Context: an optimization exercise on an open-source flow, tuned for small area, a short achievable clock period and few clock cycles per item. The choices shown serve that exercise and are no tape-out recipe.
Function was checked by simulation only, so behaviour that the tests miss may differ from the original.
No activity file was given, so power comes from the tool's default toggle rates.

===== flow/run.sh =====
#!/bin/bash
# Layout flow: the standard ORFS steps, with the port buffers sized for
# speed, setup repair aimed below the clock period by SETUP_SLACK_MARGIN,
# and a clock tree built from larger sink clusters without dummy loads.
# Each step's full output goes to a log of its own in this folder.
set -e
export BUFFER_PORTS_ARGS="-buffer_cell sky130_fd_sc_hd__buf_4"
export SETUP_SLACK_MARGIN=24.5
export CTS_ARGS="-sink_clustering_enable -repair_clock_nets -dont_use_dummy_load -sink_clustering_size 24 -sink_clustering_max_diameter 110"
for step in synth floorplan place cts route finish; do
    bash standard.sh $step > $step.log 2>&1
done

===== standard.sh =====
#!/bin/bash
# synth_recipe.tcl (not shown) runs the flow's synth.tcl, then flattens the netlist and writes it again
# the make line also repeats each setting of config.mk as NAME=value (left out here)
make -C /OpenROAD-flow-scripts/flow DESIGN_CONFIG=/design/flow/config.mk WORK_HOME=/design/flow/orfs CLKGATE_MAP_FILE= SYNTH_SCRIPT=/design/flow/synth_recipe.tcl "${@:-finish}"

===== config.mk =====
export PLATFORM = sky130hd
export DESIGN_NAME = cc_group_enc
export DESIGN_NICKNAME = cc_group_enc
export VERILOG_FILES = /design/flow/design.v
export SDC_FILE = /design/flow/constraint.sdc
export NUM_CORES = 4
export LEC_CHECK = 0
export CAP_MARGIN = 20
export CORE_MARGIN = 2
export CORE_UTILIZATION = 40
export SLEW_MARGIN = 20

===== constraint.sdc =====
create_clock -name core_clock -period 32.0 [get_ports {clk}]
set_input_delay 6.4000 -clock core_clock [delete_from_list [all_inputs] [get_ports {clk}]]
set_output_delay 6.4000 -clock core_clock [all_outputs]
set_load 0.01 [all_outputs]

===== design.v =====
module cc_group_enc (
    input  wire        clk,
    input  wire        rst,
    input  wire        in_valid,
    output wire        in_ready,
    input  wire [15:0] in_res,
    input  wire        in_last,
    output wire        out_valid,
    input  wire        out_ready,
    output reg  [31:0] out_data,
    output reg  [5:0]  out_len,
    output reg         out_last
);
    localparam integer NR = 16;    
        localparam integer GQ = 4;     
    function automatic lt8(input [7:0] a, input [7:0] b);
        reg br;
        integer t;
        begin
            br = 1'b0;
            for (t = 0; t < 8; t = t + 1)
                br = (~a[t] & b[t]) | (~a[t] & br) | (b[t] & br);
            lt8 = br;
        end
    endfunction
    function automatic [7:0] add8s(input [7:0] a, input [4:0] b);
        reg c;
        integer t;
        begin
            c = 1'b0;
            for (t = 0; t < 8; t = t + 1) begin
                if (t < 5) begin
                    add8s[t] = a[t] ^ b[t] ^ c;
                    c = (a[t] & b[t]) | (c & (a[t] ^ b[t]));
                end else begin
                    add8s[t] = a[t] ^ c;
                    c = a[t] & c;
                end
            end
            add8s = add8s | {c, c, c, c, 3'd0, c};    
        end
    endfunction
    function automatic [4:0] addk(input [3:0] q, input [3:0] c);
        reg cy;
        integer t;
        begin
            cy = 1'b0;
            for (t = 0; t < 4; t = t + 1) begin
                addk[t] = q[t] ^ c[t] ^ cy;
                cy = (q[t] & c[t]) | (cy & (q[t] ^ c[t]));
            end
            addk[4] = cy;
        end
    endfunction
    function automatic [7:0] c15n(input [3:0] m);
        case (m)
            4'd0: c15n = 8'd15;
            4'd1: c15n = 8'd30;
            4'd2: c15n = 8'd45;
            4'd3: c15n = 8'd60;
            4'd4: c15n = 8'd75;
            4'd5: c15n = 8'd90;
            4'd6: c15n = 8'd105;
            4'd7: c15n = 8'd120;
            4'd8: c15n = 8'd135;
            4'd9: c15n = 8'd150;
            4'd10: c15n = 8'd165;
            4'd11: c15n = 8'd180;
            4'd12: c15n = 8'd195;
            4'd13: c15n = 8'd210;
            4'd14: c15n = 8'd225;
            4'd15: c15n = 8'd240;
        endcase
    endfunction
    reg        rdy_q;
    reg        iv;             
    wire       acc = in_valid & rdy_q;    
    wire       w;              
    reg [15:0] ires;
    reg        ilast;
    assign in_ready = rdy_q;
    always @(posedge clk) begin
        if (acc) begin
            ires  <= in_res;
            ilast <= in_last;
        end
        iv <= ~rst & (acc | (iv & ~w));
    end
    wire [15:0] u = ires[15] ? ~{ires[14:0], 1'b0} : {ires[14:0], 1'b0};
    reg [15:0] ring [0:NR-1];
    reg [3:0]  wr;             
    reg [3:0]  rd;             
    reg [4:0]  occ;            
    reg [7:0]  cost [0:14];
    reg [3:0]  gm;             
    reg        gfirst;         
    reg        fin;            
    wire [19:0] uext = {4'd0, u};
    reg  [4:0]  len_k [0:14];
    integer k;
    always @(*) begin
        for (k = 0; k < 15; k = k + 1) begin
            len_k[k] = addk(uext[k +: 4], k) | {5{(uext >> (k + 4)) != 20'd0}};
        end
    end
    always @(posedge clk) begin
        if (rst) begin
            gfirst <= 1'b1;
            fin    <= 1'b0;
        end else begin
            fin <= w & ilast;
            if (w) gfirst <= ilast;
        end
        for (k = 0; k < 15; k = k + 1)
            cost[k] <= add8s(gfirst ? 8'd0 : cost[k], w ? len_k[k] : 5'd0);
        gm <= (gfirst ? 4'hF : gm) + {3'd0, w};
        if (w) ring[wr] <= u;
    end
    reg [7:0] cc  [0:15];
    reg [7:0] lv1c [0:7];
    reg [3:0] lv1k [0:7];
    reg [7:0] lv2c [0:3];
    reg [3:0] lv2k [0:3];
    reg [7:0] lv3c [0:1];
    reg [3:0] lv3k [0:1];
    reg [3:0] kbest;
    integer gg;
    always @(*) begin
        for (gg = 0; gg < 15; gg = gg + 1) cc[gg] = cost[gg];
        cc[15] = c15n(gm);    
        for (gg = 0; gg < 8; gg = gg + 1) begin
            if (lt8(cc[2*gg+1], cc[2*gg])) begin lv1c[gg] = cc[2*gg+1]; lv1k[gg] = 2*gg+1; end
            else                           begin lv1c[gg] = cc[2*gg];   lv1k[gg] = 2*gg;   end
        end
        for (gg = 0; gg < 4; gg = gg + 1) begin
            if (lt8(lv1c[2*gg+1], lv1c[2*gg])) begin lv2c[gg] = lv1c[2*gg+1]; lv2k[gg] = lv1k[2*gg+1]; end
            else                               begin lv2c[gg] = lv1c[2*gg];   lv2k[gg] = lv1k[2*gg];   end
        end
        for (gg = 0; gg < 2; gg = gg + 1) begin
            if (lt8(lv2c[2*gg+1], lv2c[2*gg])) begin lv3c[gg] = lv2c[2*gg+1]; lv3k[gg] = lv2k[2*gg+1]; end
            else                               begin lv3c[gg] = lv2c[2*gg];   lv3k[gg] = lv2k[2*gg];   end
        end
        kbest = lt8(lv3c[1], lv3c[0]) ? lv3k[1] : lv3k[0];
    end
    reg [3:0] qk [0:3];
    reg [3:0] qn [0:3];
    reg [2:0] qh;              
    reg [2:0] qt;              
    wire [2:0] gq = qt - qh;   
    reg [1:0]  pc;             
    reg [15:0] pu;             
    reg [15:0] pb;             
    wire       pv = (pc != 2'd0);
    reg        ov;
    reg [3:0]  idx;            
    reg        first;          
    assign out_valid = ov;
    wire [3:0]  kh  = qk[qh[1:0]];
    wire [3:0]  nh  = qn[qh[1:0]];
    wire        k15 = (kh == 4'd15);
    wire [31:0] sr  = {pu, 16'd0} >> kh;            
    wire [15:0] hi  = sr[31:16];
    wire        esc = ~k15 & (|hi[15:4]);
    wire [3:0]  nq  = esc ? 4'd15 : k15 ? 4'd0 : hi[3:0];
    wire        zb  = esc | (k15 & hi[0]);
    wire [15:0] lf  = esc ? pu : sr[15:0];
    wire [47:0] rv  = {16'hFFFF, zb, lf, 15'd0};
    wire [31:0] rc  = rv[47:0] >> nq;
    wire [4:0]  qk1 = {1'b0, nq} + {1'b0, kh} + 5'd1;    
    wire        honly = first & esc;
    wire [31:0] beat = first ? {kh, rc[31:4]} : rc;
    wire [5:0]  blen = honly ? 6'd4 : esc ? 6'd32 : {1'b0, qk1} + (first ? 6'd4 : 6'd0);
    wire can    = pv & (gq != 3'd0);                
    wire send_a = can & ~honly;                     
    wire last_a = send_a & (idx == nh);             
    wire ld     = (occ != 5'd0) & (pc != 2'd2);
    assign w = iv & ((occ != NR) | ld);
    wire [15:0] rdat = ring[rd];
    wire adv   = ~ov | out_ready;
    wire emit  = adv & can;
    wire take  = adv & send_a;
    wire glast = adv & last_a;
    always @(posedge clk) begin
        if (emit) begin
            out_data <= beat;
            out_len  <= blen;
            out_last <= last_a;
        end
        if (take | (pc == 2'd0))
            pu <= (pc == 2'd2) ? pb : rdat;
        if (~take & (pc == 2'd1))
            pb <= rdat;
    end
    wire       ivk  = iv & ~w;                      
    wire [4:0] occ1 = occ + {4'd0, w} - {4'd0, ld};   
    wire [1:0] pc1s = pc + {1'b0, ld} - 2'd1;       
    wire [1:0] pc1k = pc + {1'b0, ld};              
    wire       rm1s = (occ1 != NR) | ((occ1 != 5'd0) & (pc1s != 2'd2));
    wire       rm1k = (occ1 != NR) | ((occ1 != 5'd0) & (pc1k != 2'd2));
    wire       rm1  = (adv & send_a) ? rm1s : rm1k;   
    wire       s_ok = acc ? rm1 : (~ivk | rm1);
    wire [3:0] gc   = {1'b0, gq} + {3'd0, fin} + {3'd0, iv & ilast};
    wire       g_a  = (gc + 4'd1 <= GQ);
    wire       g_b  = (gc + 4'd2 <= GQ);
    wire       tl   = acc & in_last;
    wire       rdy_n = s_ok & (tl ? g_b : g_a);
    always @(posedge clk) begin
        if (rst) begin
            rdy_q <= 1'b1;
            wr    <= 4'd0;
            rd    <= 4'd0;
            occ   <= 5'd0;
            qh    <= 3'd0;
            qt    <= 3'd0;
            pc    <= 2'd0;
            ov    <= 1'b0;
            idx   <= 4'd0;
            first <= 1'b1;
        end else begin
            rdy_q <= rdy_n;
            if (w) begin
                wr   <= wr + 4'd1;
            end
            if (ld) begin
                rd   <= rd + 4'd1;
            end
            pc <= pc + {1'b0, ld} - {1'b0, take};
            occ <= occ + {4'd0, w} - {4'd0, ld};
            if (fin) qt <= qt + 3'd1;
            if (glast) qh <= qh + 3'd1;
            if (adv) ov <= can;
            if (emit) first <= ~honly & last_a;
            if (take) idx <= last_a ? 4'd0 : idx + 4'd1;
        end
        if (fin) begin
            qk[qt[1:0]] <= kbest;
            qn[qt[1:0]] <= gm;
        end
    end
endmodule

==> results.json, run 1 <==
{
  "synth_area_per_cell_sq_um": 11.7,
  "grt_pass1_wl_um": 105000,
  "firstDrtPassIters": 8,
  "grt_start_max_net_pins": 65,
  "die_x_um": 270,
  "cts_hold_buf": 0,
  "ys_seq_elements": 541,
  "overflow": 0,
  "die_h_um": 270,
  "wl_met1_um": 29100,
  "synth.area.top_cells": "edfxtp_1, dfxtp_1, mux4_2",
  "core_sq_um": 70100,
  "cp_data_required_time_ns": 25.60,
  "multi_input_area_sq_um": 12700,
  "syn_inst": 2427,
  "numPortBuffers": 61,
  "setup_viol": 0,
  "clock_skew_ns": 0.0889,
  "drive_gt1_frac": 0.126,
  "avgViaCountPerCell": 5.37,
  "top_layer": "met4",
  "wl_met3_um": 2520,
  "finalNonFillerCells": 3415,
  "antenna_found_initial": 2,
  "cts_tree": "yes",
  "startpoint_type": "flip-flop",
  "hp-class": "flip-flop to flip-flop",
  "crit_fanout": 1,
  "fin_nets": 2671,
  "synth_edf_count": 376,
  "max-slew-margin-rel": 0.263,
  "fin_area_sq_um": 31000,
  "min_period_ns": 7.56,
  "synthFlopType": "edfxtp_1",
  "clk_latency_ns": 0.63,
  "maxCapViolations": 0,
  "end_kind": "output pin",
  "finalSetupTns_ns": 0,
  "rsz0062_at_grt": "true",
  "cellPowerDensity_nw_per_um2": 73.8,
  "worst_slew_pin_slew_ns": 1.10,
  "yosysWarnings": 10,
  "synth_commonest_cells": "edfxtp_1, nand2_1, inv_1",
  "crit_slowest_cell": "edfxtp_1",
  "post_drt_wl_per_cell_um": 19.4,
  "netlist-cell-type-count": 91,
  "status": "no timing/DRC/antenna violations",
  "grt_pass1_vias": 18500,
  "cts_buffers": 28,
  "regArea_sq_um": 14600,
  "cts.clk_slew.worst_paths_ns": 0.10,
  "timing.fmax_mhz": 132,
  "antennaDiodeCount": 0,
  "critPathTopFamily": "flip-flops",
  "power.leakage_uw": 0.0120,
  "crit_type": "flip-flop to output pin",
  "fillers": 6609,
  "yosysMostFrequentCell": "edfxtp_1",
  "grt_usage": 0.181,
  "drt-total-wl_um": 66400,
  "drt.antenna.violating_nets": 0,
  "ios": 62,
  "ys_seq_area_frac": 0.514,
  "globalplace.congestion": 0.917,
  "cpPeakStageDelay_ns": 0.41,
  "drtIter0Drc": 1234,
  "wl_met2_um": 33200,
  "hold_viol_final": 0,
  "syn-num-nets": 2621,
  "area_delta_synth_final_pct": 9.04,
  "cp_cell_sequence": "buf_6",
  "cts-root-buf": "clkbuf_16",
  "period_share": 0.236,
  "place_inst": 3380,
  "path_buf_inv": 1,
  "synth_top_area_share": 0.398,
  "vias": 18400,
  "dp_hpwl_um": 46400,
  "r2r_setup_slack_ns": 25.14,
  "rows": 97,
  "cts.sinks": 541,
  "synth_area_sq_um": 28400,
  "slew_violations": 0,
  "yosys.area.top_type": "edfxtp_1",
  "drc": 0,
  "vdd_ir_drop_max_mv": 0.0471,
  "start_util": 0.405,
  "dieArea_sq_um": 73100,
  "placed_cell_area_sq_um": 30100,
  "clockBufferDepth": 3,
  "cp.arrival_ns": 1.16,
  "async_reset_ff_frac": 0,
  "cts_max_level": 1
}
==> layout by cell type (no fill, tap or decap), types with 15 or more instances in the layout <==
cell type	netlist	routed
o22ai_1	32	31
ha_1	108	108
nand2_1	225	224
buf_6	1	29
and2_1	16	16
o21ai_0	88	87
edfxtp_1	376	376
nor2_1	207	207
nand2b_1	78	75
mux2i_1	109	109
fa_1	65	65
dfxtp_1	165	160
a21o_1	25	25
buf_4	1	78
nor3_1	34	30
inv_1	220	218
a21oi_1	92	92
clkbuf_16	0	28
nand3_1	38	38
mux4_2	88	88
mux2_2	29	29
nor2b_1	65	65
xor2_1	24	23
a211oi_1	15	15
xnor2_1	19	19
maj3_1	20	20
==> what timing repair did <==
action / 4_1_cts / 5_1_grt
buffers inserted: 3 / 2
setup endpoints to repair: 86 / 42
resized for setup: 21 / 9
cloned: 2 / 0
pin swaps: 1 / 0
==> worst paths after layout <==
kind / start / to / cells past startpoint
min reg2reg: gm[2]$_DFF_P_ / qn[1][2]$_DFFE_PP_ / 0
min: gm[2]$_DFF_P_ / qn[1][2]$_DFFE_PP_ / 0
max: out_data[11]$_DFFE_PP_ / out_data[11] / 1
max reg2reg: cost[2][0]$_DFF_P_ / qk[2][0]$_DFFE_PP_ / 21
==> per-layer routing <==
layer	track usage	up-vias
li1	-	8746
met1	0.238	9140
met2	0.324	382
met3	0.0164	82
met4	0.0393	0
met5	0	-
==> report_power, final <==
| part | leakage, uW | switching [uW] | internal (uW) | total, uW |
|---|---|---|---|---|
| registers | 0.00476 | 43.6 | 862 | 905 |
| clock network | 0.000345 | 214 | 155 | 370 |
| logic | 0.00686 | 611 | 399 | 1010 |
| total | 0.0120 | 869 | 1420 | 2280 |
==> cell families after synthesis <==
kind of cell	synth area share
AND/OR/NAND/NOR	0.116
flip-flops	0.514
AO/OA/AOI/OAI	0.0921
buffers and inverters	0.0426
multiplexers	0.120
adder cells (fa/ha/maj)	0.102
XOR/XNOR	0.0133
==> area by class of cell <==
type / instances / area share
flip-flops and latches: 541 / 0.472
multi-input cells: 1568 / 0.409
well taps: 940 / 0.0380
repair buffers: 109 / 0.0307
inverters: 227 / 0.0277
clock buffers: 28 / 0.0226
repair inverters: 2 / 0.000323
==> stage by stage <==
step,setup slack (ns),hold slack (ns),util,power [uW]
after floorplan,23.59,0.454,-,1660
after global placement,23.12,0.499,0.429,1890
after detailed placement,22.98,0.507,0.429,1920
after CTS,24.39,0.517,0.441,2300
after global routing,24.39,0.547,0.441,2430
final,24.44,0.510,0.441,2280
==> sequential cells by signal (all words and copies together) (netlist names), 2 cells and up, named ones only <==
register  count
ring        256
cost        120
out_data     32
ires         16
pb           16
pu           16
qk           16
qn           16
out_len       6
cc            5
occ           5
idx           4
rd            4
wr            4
gm            3
qh            3
qt            3
pc            2
Testbench counts, summed over its fixed seeds: cycles 48,146, items 3,200.
==> inputs of run 2 (changes only) <==
--- a/flow/run.sh
+++ b/flow/run.sh
@@ -7,3 +7,3 @@
 export BUFFER_PORTS_ARGS="-buffer_cell sky130_fd_sc_hd__buf_4"
-export SETUP_SLACK_MARGIN=24.5
+export SETUP_SLACK_MARGIN=25
 export CTS_ARGS="-sink_clustering_enable -repair_clock_nets -dont_use_dummy_load -sink_clustering_size 24 -sink_clustering_max_diameter 110"
==> results.json, run 2 <==
{
  "yosys.area.top_type": "edfxtp_1",
  "status": "no timing/DRC/antenna violations",
  "hp-class": "flip-flop to flip-flop",
  "cp_cell_sequence": "buf_6",
  "pwr-share-clk": 0.157,
  "numPortBuffers": 61,
  "synth.area.top_cells": "edfxtp_1, dfxtp_1, mux4_2",
  "fin_area_sq_um": 31100,
  "hold_viol_final": 0,
  "yosysMostFrequentCell": "edfxtp_1",
  "syn-num-nets": 2621,
  "synthFlopType": "edfxtp_1",
  "ys_seq_area_frac": 0.514,
  "synth_top_area_share": 0.398,
  "synth_area_sq_um": 28400,
  "yosys.area_share.simple": 0.116,
  "post_drt_wl_per_cell_um": 19.6,
  "syn_inst": 2427,
  "muxShareOfSynthArea": 0.120,
  "dieArea_sq_um": 73100,
  "synth_xor_area_frac": 0.0133,
  "netlist-cell-type-count": 91,
  "async_reset_ff_frac": 0,
  "placed_cell_area_sq_um": 30100,
  "min_period_ns": 7.56,
  "cts_max_level": 1,
  "timing.fmax_mhz": 132,
  "hold_slack_ns": 0.527,
  "layout_common_cells": "edfxtp_1, nand2_1, inv_1",
  "globalplace.congestion": 0.876,
  "p_sw_frac": 0.384,
  "crit_type": "flip-flop to output pin",
  "crit_fanout": 1,
  "cts_hold_buf": 0,
  "die_x_um": 270,
  "slew_violations": 0,
  "synth-compound-area-share": 0.0921,
  "cts.sinks": 541,
  "dp_hpwl_um": 46600,
  "die_h_um": 270,
  "grt_pass1_vias": 18600,
  "antenna_found_initial": 1,
  "drc": 0,
  "crit_slowest_cell": "edfxtp_1",
  "largest_reg_flops": 256,
  "yosysWarnings": 10,
  "worst_slew_pin_slew_ns": 1.10,
  "finalNonFillerCells": 3422,
  "cts_tree": "yes",
  "cts.clk_slew.worst_paths_ns": 0.09,
  "period_share": 0.236,
  "place_ws_ns": 22.88,
  "drt-total-wl_um": 67100,
  "clk_latency_ns": 0.62,
  "ios": 62,
  "startpoint_type": "flip-flop",
  "overflow": 0,
  "finalSetupTns_ns": 0,
  "postLayoutSetupSlackWorst_ns": 24.44,
  "place_inst": 3380,
  "layout_commonest_cell": "edfxtp_1",
  "rsz0062_at_grt": "true",
  "firstDrtPassIters": 7,
  "synth_area_per_cell_sq_um": 11.7,
  "cts_buffers": 27,
  "grt_usage": 0.182,
  "core_sq_um": 70100,
  "critPathTopFamily": "flip-flops",
  "p_sw_uw": 888,
  "max-slew-margin-rel": 0.265,
  "cts-root-buf": "clkbuf_16",
  "grt_start_max_net_pins": 65,
  "clockBufferDepth": 3,
  "cpPeakStageDelay_ns": 0.40,
  "setup_viol": 0,
  "ys_seq_elements": 541,
  "p_comb_frac": 0.449,
  "antennaDiodeCount": 0,
  "path_buf_inv": 1,
  "rows": 97,
  "area_delta_synth_final_pct": 9.55,
  "avgViaCountPerCell": 5.39,
  "biggestRegsByFlops": "ring (256), cost (120), out_data (32)",
  "synthAdderAreaFrac": 0.102,
  "drt.antenna.violating_nets": 0,
  "fin_nets": 2678,
  "cellPowerDensity_nw_per_um2": 74.3,
  "cp_data_required_time_ns": 25.60,
  "p_int_uw": 1430,
  "grt_pass1_wl_um": 106000,
  "top_register": "ring",
  "start_util": 0.405,
  "drive_gt1_frac": 0.133,
  "maxCapViolations": 0,
  "drtIter0Drc": 1150,
  "synth_commonest_cells": "edfxtp_1, nand2_1, inv_1",
  "synth_edf_count": 376,
  "vdd_ir_drop_max_mv": 0.0448,
  "sequentialPowerShare": 0.394,
  "cp.arrival_ns": 1.16,
  "end_kind": "output pin",
  "clock_skew_ns": 0.0773,
  "vias": 18400,
  "power.leakage_uw": 0.0120,
  "synth_top_family_by_area": "multiplexers"
}
-- run 2: cell counts after synthesis --
No cell type changed its count.
-- run 2: final timing paths --
check	slack (ns)	cells past startpoint	endpoint	from
max	24.44	1	out_len[3]	out_len[3]$_SDFFCE_PP0P_
min	0.53	2	pu[13]$_DFFE_PP_	pb[13]$_DFFE_PP_
max reg2reg	25.52	21	qk[0][1]$_DFFE_PP_	cost[9][5]$_DFF_P_
min reg2reg	0.53	2	pu[13]$_DFFE_PP_	pb[13]$_DFFE_PP_
-- run 2: cells by family (layout without fill, tap and decap cells) --
group	after synthesis	count (layout)
AO/OA/AOI/OAI	395	395
XOR/XNOR	43	43
adder cells (fa/ha/maj)	197	197
AND/OR/NAND/NOR	706	706
multiplexers	227	227
flip-flops	541	541
buffers and inverters	318	373
-- run 2: worst min-delay path: cells and delay by family (launching register included) --
family,cells,cell delay (ns)
flops,1,0.33
simple gates,2,0.10
-- run 2: power by group through the flow --
stage	combinational, uW	sequential (uW)	clock [uW]
finish	1040	912	364
global route	1150	919	398
CTS	1020	912	376
detailed placement	1000	927	0
global placement	982	926	0
floorplan	760	901	0
-- run 2: through the flow --
stage | util | power [uW]
2_1_floorplan | - | 1660
3_3_place_gp | 0.429 | 1910
3_5_place_dp | 0.429 | 1930
4_1_cts | 0.442 | 2310
5_1_grt | 0.444 | 2460
6_report | 0.444 | 2310
-- run 2: area by class of cell --
type,instances,area (sq um)
multi-input combinational,1568,12700
sequential,541,14600
timing repair inverter,3,22.5
timing repair buffer,116,1040
inverter,227,861
tap,940,1180
fill,6537,39000
clock buffer,27,676
-- run 2: timing repair --
item | CTS | global route
endpoints found under the setup margin | 125 | 115
resized for setup | 35 | 24
buffers inserted | 8 | 2
cloned | 3 | 2
pin swaps | 3 | 4
endpoints found under the hold margin | 0 | 0
-- run 2: per-layer routing --
layer  global-route usage  share of wire  vias to the layer above
met1                0.239           0.44                     9233
met4               0.0435          0.025                        0
li1                     -              -                     8783
met3               0.0155          0.032                       82
met2                0.326           0.50                      336
met5                    0              0                        -
==> inputs of run 3 (changes only) <==
--- a/design.v
+++ b/design.v
@@ -14,3 +14,3 @@
     localparam integer NR = 16;    
-        localparam integer GQ = 4;     
+    localparam integer GQ = 4;     
     function automatic lt8(input [7:0] a, input [7:0] b);
@@ -205,3 +205,3 @@
     wire       tl   = acc & in_last;
-    wire       rdy_n = s_ok & (tl ? g_b : g_a);
+    wire       rdy_n = s_ok & (tl ? g_b : g_a);     
     always @(posedge clk) begin
@@ -220,8 +220,4 @@
             rdy_q <= rdy_n;
-            if (w) begin
-                wr   <= wr + 4'd1;
-            end
-            if (ld) begin
-                rd   <= rd + 4'd1;
-            end
+            if (w)  wr <= wr + 4'd1;
+            if (ld) rd <= rd + 4'd1;
             pc <= pc + {1'b0, ld} - {1'b0, take};
--- a/flow/run.sh
+++ b/flow/run.sh
@@ -7,3 +7,3 @@
 export BUFFER_PORTS_ARGS="-buffer_cell sky130_fd_sc_hd__buf_4"
-export SETUP_SLACK_MARGIN=25
+export SETUP_SLACK_MARGIN=24.5
 export CTS_ARGS="-sink_clustering_enable -repair_clock_nets -dont_use_dummy_load -sink_clustering_size 24 -sink_clustering_max_diameter 110"
--- a/config.mk
+++ b/config.mk
@@ -7,5 +7,5 @@
 export LEC_CHECK = 0
-export CAP_MARGIN = 20
+export CAP_MARGIN = 5
 export CORE_MARGIN = 2
 export CORE_UTILIZATION = 40
-export SLEW_MARGIN = 20
+export SLEW_MARGIN = 5
==> results.json, run 3 <==
{
  "drt-total-wl_um": 66300,
  "cp.arrival_ns": 1.16,
  "synth_commonest_cells": "edfxtp_1, nand2_1, inv_1",
  "min_period_ns": 7.56,
  "crit_slowest_cell": "edfxtp_1",
  "path_depth": 1,
  "synth.area.top_cells": "edfxtp_1, dfxtp_1, mux4_2",
  "crit_fanout": 1,
  "startpoint_type": "flip-flop",
  "hp-class": "flip-flop to flip-flop",
  "grt_usage": 0.181,
  "die_h_um": 270,
  "layout_commonest_cell": "edfxtp_1",
  "die_x_um": 270,
  "fin_nets": 2671,
  "maxCapViolations": 0,
  "finalSetupTns_ns": 0,
  "core_sq_um": 70100,
  "cts_max_level": 1,
  "overflow": 0,
  "path_buf_inv": 1,
  "drive_gt1_frac": 0.126,
  "layout_common_cells": "edfxtp_1, nand2_1, inv_1",
  "cts_hold_buf": 0,
  "top_register": "ring",
  "cts_tree": "yes",
  "grt_start_max_net_pins": 65,
  "synth_area_sq_um": 28400,
  "period_share": 0.236,
  "ys_seq_area_frac": 0.514,
  "rows": 97,
  "fin_util": 0.441,
  "globalplace.congestion": 0.917,
  "post_drt_wl_per_cell_um": 19.4,
  "synth_area_per_cell_sq_um": 11.7,
  "dieArea_sq_um": 73100,
  "synth_top_area_share": 0.398,
  "end_kind": "output pin",
  "worst_slew_pin_slew_ns": 1.06,
  "timing.fmax_mhz": 132,
  "firstDrtPassIters": 6,
  "numPortBuffers": 61,
  "biggestRegsByFlops": "ring (256), cost (120), out_data (32)",
  "cts-root-buf": "clkbuf_16",
  "rsz0062_at_grt": "true",
  "syn_inst": 2427,
  "drc": 0,
  "ios": 62,
  "finalNonFillerCells": 3416,
  "power.leakage_uw": 0.0120,
  "ys_seq_elements": 541,
  "largest_reg_flops": 256,
  "syn-num-nets": 2621,
  "area_delta_synth_final_pct": 9.03,
  "drtIter0Drc": 1307,
  "critPathTopFamily": "flip-flops",
  "cellPowerDensity_nw_per_um2": 73.8,
  "dp_hpwl_um": 46400,
  "cpPeakStageDelay_ns": 0.38,
  "synth_edf_count": 376,
  "slew_violations": 0,
  "grt_pass1_vias": 18500,
  "yosysWarnings": 10,
  "cts.clk_slew.worst_paths_ns": 0.10,
  "cp_data_required_time_ns": 25.60,
  "cp_cell_sequence": "buf_4",
  "fillers": 6607,
  "max-slew-margin-rel": 0.290,
  "clockBufferDepth": 3,
  "place_inst": 3380,
  "async_reset_ff_frac": 0,
  "r2r_cells": 21,
  "yosysMostFrequentCell": "edfxtp_1",
  "drt.antenna.violating_nets": 0,
  "netlist-cell-type-count": 91,
  "cts_buffers": 28,
  "synthFlopType": "edfxtp_1",
  "clock_skew_ns": 0.0916,
  "start_util": 0.405,
  "vias": 18400,
  "vdd_ir_drop_max_mv": 0.0469,
  "hold_path_depth": 0,
  "setup_viol": 0,
  "hold_viol_final": 0,
  "antenna_found_initial": 2,
  "avgViaCountPerCell": 5.39,
  "yosys.area.top_type": "edfxtp_1",
  "clk_latency_ns": 0.63,
  "status": "no timing/DRC/antenna violations",
  "grt_pass1_wl_um": 105000,
  "cts.sinks": 541,
  "crit_type": "flip-flop to output pin"
}
## run 3: worst paths after layout
path	from	slack (ns)	end
max	out_len[1]$_SDFFCE_PP0P_	24.44	out_len[1]
min	gm[2]$_DFF_P_	0.51	qn[1][2]$_DFFE_PP_
max reg2reg	cost[2][0]$_DFF_P_	25.18	qk[0][1]$_DFFE_PP_
min reg2reg	gm[2]$_DFF_P_	0.51	qn[1][2]$_DFFE_PP_
## run 3: area by class of cell
cell class                      count  area, sq um  area share
Antenna cell                        1         2.50   0.0000808
Multi-Input combinational cell   1568        12700       0.409
Timing Repair inverter              2         10.0    0.000323
Timing Repair Buffer              109          948      0.0306
Sequential cell                   541        14600       0.472
Tap cell                          940         1180      0.0380
Inverter                          227          858      0.0277
Clock buffer                       28          701      0.0226
## run 3: power by group
part,total [uW],internal [uW],switching (uW),leakage (uW)
registers,905,862,43.3,0.00476
clock network,369,155,214,0.000345
logic,1010,399,611,0.00686
total,2280,1420,868,0.0120
## run 3: cells by family after synthesis
kind of cell | after synthesis | synth area share
flip-flops | 541 | 0.514
AO/OA/AOI/OAI | 395 | 0.0921
buffers and inverters | 318 | 0.0426
AND/OR/NAND/NOR | 706 | 0.116
adder cells (fa/ha/maj) | 197 | 0.102
multiplexers | 227 | 0.120
XOR/XNOR | 43 | 0.0133
## run 3: timing repair
item	4_1_cts	5_1_grt
gates resized for setup	21	9
buffers inserted	3	2
endpoints found under the setup margin	86	42
hold endpoints to repair	0	0
pin swaps	1	0
gates cloned	2	0
## run 3: per-layer routing
layer / track usage / wire length [um] / up-vias
met5: 0 / 0 / -
li1: - / - / 8745
met3: 0.0164 / 2500 / 86
met2: 0.324 / 33300 / 391
met4: 0.0393 / 1510 / 0
met1: 0.238 / 29000 / 9176
## run 3: stage by stage
| stage | worst slack, ns | hold WS (ns) | power (uW) | cell area (sq um) |
|---|---|---|---|---|
| 2_1_floorplan | 23.59 | 0.454 | 1660 | 28400 |
| 5_1_grt | 24.39 | 0.547 | 2430 | 31000 |
| 3_5_place_dp | 22.98 | 0.507 | 1920 | 30100 |
| 3_3_place_gp | 23.12 | 0.499 | 1890 | 30100 |
| 4_1_cts | 24.39 | 0.517 | 2300 | 30900 |
| 6_report | 24.44 | 0.507 | 2280 | 31000 |
Testbench counts of run 3, summed over its fixed seeds: cycles 48,146, items 3,200.
==> inputs of run 4 (changes only) <==
--- a/config.mk
+++ b/config.mk
@@ -7,5 +7,5 @@
 export LEC_CHECK = 0
-export CAP_MARGIN = 5
+export CAP_MARGIN = 20
 export CORE_MARGIN = 2
 export CORE_UTILIZATION = 40
-export SLEW_MARGIN = 5
+export SLEW_MARGIN = 20
==> results.json, run 4 <==
{
  "clockBufferDepth": 3,
  "drive_gt1_frac": 0.126,
  "finalSetupTns_ns": 0,
  "crit_fanout": 1,
  "drc": 0,
  "drt.antenna.violating_nets": 0,
  "r2r_cells": 21,
  "crit_type": "flip-flop to output pin",
  "largest_reg_flops": 256,
  "cpPeakStageDelay_ns": 0.41,
  "clock_skew_ns": 0.0889,
  "dieArea_sq_um": 73100,
  "vdd_ir_drop_max_mv": 0.0471,
  "rows": 97,
  "yosysMostFrequentCell": "edfxtp_1",
  "drtIter0Drc": 1234,
  "top_register": "ring",
  "cp-startpoint": "out_data[11]$_DFFE_PP_",
  "cp.arrival_ns": 1.16,
  "setup_viol": 0,
  "vias": 18400,
  "die_h_um": 270,
  "power.leakage_uw": 0.0120,
  "clk_latency_ns": 0.63,
  "path_depth": 1,
  "drt-total-wl_um": 66400,
  "numPortBuffers": 61,
  "die_x_um": 270,
  "cts_tree": "yes",
  "worst_slew_pin_slew_ns": 1.10,
  "path_buf_inv": 1,
  "synth_top_area_share": 0.398,
  "layout_commonest_cell": "edfxtp_1",
  "grt_pass1_vias": 18500,
  "synthFlopType": "edfxtp_1",
  "globalplace.congestion": 0.917,
  "slew_violations": 0,
  "cts_buffers": 28,
  "yosys.area.top_type": "edfxtp_1",
  "maxCapViolations": 0,
  "hold_slack_ns": 0.510,
  "hold_viol_final": 0,
  "synth.area.top_cells": "edfxtp_1, dfxtp_1, mux4_2",
  "firstDrtPassIters": 8,
  "dp_hpwl_um": 46400,
  "startpoint_type": "flip-flop",
  "min_from": "gm[2]$_DFF_P_",
  "reg2reg_from": "cost[2][0]$_DFF_P_",
  "cp_cell_sequence": "buf_6",
  "core_sq_um": 70100,
  "synth_area_per_cell_sq_um": 11.7,
  "synth_area_sq_um": 28400,
  "cts_max_level": 1,
  "grt_pass1_wl_um": 105000,
  "min_to": "qn[1][2]$_DFFE_PP_",
  "overflow": 0,
  "yosysWarnings": 10,
  "crit_slowest_cell": "edfxtp_1",
  "syn-num-nets": 2621,
  "netlist-cell-type-count": 91,
  "grt_start_max_net_pins": 65,
  "finalNonFillerCells": 3415,
  "hold_path_depth": 0,
  "worstReg2RegEnd": "qk[2][0]$_DFFE_PP_",
  "hp-class": "flip-flop to flip-flop",
  "cp_data_required_time_ns": 25.60,
  "avgViaCountPerCell": 5.37,
  "ios": 62,
  "ys_seq_area_frac": 0.514,
  "synth_edf_count": 376,
  "min_period_ns": 7.56,
  "post_drt_wl_per_cell_um": 19.4,
  "timing.fmax_mhz": 132,
  "layout_common_cells": "edfxtp_1, nand2_1, inv_1",
  "cts.sinks": 541,
  "cellPowerDensity_nw_per_um2": 73.8,
  "grt_usage": 0.181,
  "end_kind": "output pin",
  "status": "no timing/DRC/antenna violations",
  "antennaDiodeCount": 0,
  "ys_seq_elements": 541,
  "start_util": 0.405,
  "async_reset_ff_frac": 0,
  "area_delta_synth_final_pct": 9.04,
  "r2r_setup_slack_ns": 25.14,
  "rsz0062_at_grt": "true",
  "critPathTopFamily": "flip-flops",
  "synth_commonest_cells": "edfxtp_1, nand2_1, inv_1",
  "place_inst": 3380,
  "period_share": 0.236,
  "cts-root-buf": "clkbuf_16",
  "p_total_uw": 2280,
  "postLayoutSetupSlackWorst_ns": 24.44,
  "antenna_found_initial": 2,
  "fin_nets": 2671,
  "biggestRegsByFlops": "ring (256), cost (120), out_data (32)",
  "syn_inst": 2427,
  "max-slew-margin-rel": 0.263,
  "cts.clk_slew.worst_paths_ns": 0.10,
  "place_ws_ns": 22.98
}
run 4: cell counts after synthesis:
No cell type changed its count.
run 4: routing by layer:
layer,part of all wire,GRT usage
met1,0.44,0.238
met2,0.50,0.324
met3,0.038,0.0164
met4,0.023,0.0393
met5,0,0
run 4: cell type report:
class | instances | area [sq um]
repair buffers | 109 | 952
well taps | 940 | 1180
inverters | 227 | 858
clock buffers | 28 | 701
flip-flops and latches | 541 | 14600
multi-input cells | 1568 | 12700
fillers | 6609 | 39200
repair inverters | 2 | 10.0
run 4: what timing repair did:
action,CTS,global route
setup endpoints to repair,86,42
buffers inserted,3,2
gates cloned,2,0
resized for setup,21,9
hold buffers,0,0
pin swaps,1,0
run 4: worst max-delay path by stage:
stage               slack, ns          endpoint
floorplan               23.59   pb[0]$_DFFE_PP_
global placement        23.12  pb[12]$_DFFE_PP_
detailed placement      22.98  pb[14]$_DFFE_PP_
CTS                     24.39        out_len[1]
global route            24.39        out_len[1]
finish                  24.44      out_data[11]
run 4: logic make-up (layout without fill, tap and decap cells):
group,count (synthesis),count (layout),synth area share
adders and majority gates,197,197,0.102
AOI/OAI and AO/OA,395,395,0.0921
buffers and inverters,318,366,0.0426
xor gates and xnor gates,43,43,0.0133
and+or+nand+nor,706,706,0.116
DFF,541,541,0.514
muxes,227,227,0.120
run 4: where the power goes:
| part | internal, uW | switching (uW) |
|---|---|---|
| clock | 155 | 214 |
| combinational | 399 | 611 |
| sequential | 862 | 43.6 |
| total | 1420 | 869 |
run 4: per-stage QoR:
step	instance area (sq um)	utilization
2_1_floorplan	28400	-
3_3_place_gp	30100	0.429
3_5_place_dp	30100	0.429
4_1_cts	30900	0.441
5_1_grt	31000	0.441
6_report	31000	0.441

port drivers added, routing unchanged:
How much do the figures lean on ideal ports? The routed layouts below were timed once more, with nothing changed but the port constraints.
Step 1: set_driving_cell puts a clkbuf_16 on clk and a buf_2 on each other input, an assumption about the parent block.
Step 2 times the ports against the registers' clock, not the clock port: input delays grow and output delays shrink by t, the midpoint of the rising clock arrivals with the driver on.
Slacks: ideal ports / drivers / drivers and shift; pairs: ideal ports / drivers.
run	t (ns)	slack for setup (ns)	worst setup path at the end
run 1	0.641	24.438 / 24.384 / 24.034	input to register
run 2	0.637	24.439 / 24.383 / 24.141	input to register
run 3	0.642	24.440 / 24.386 / 24.036	input to register
run 4	0.641	24.438 / 24.384 / 24.034	input to register
After both steps setup and hold are still met in every run listed.
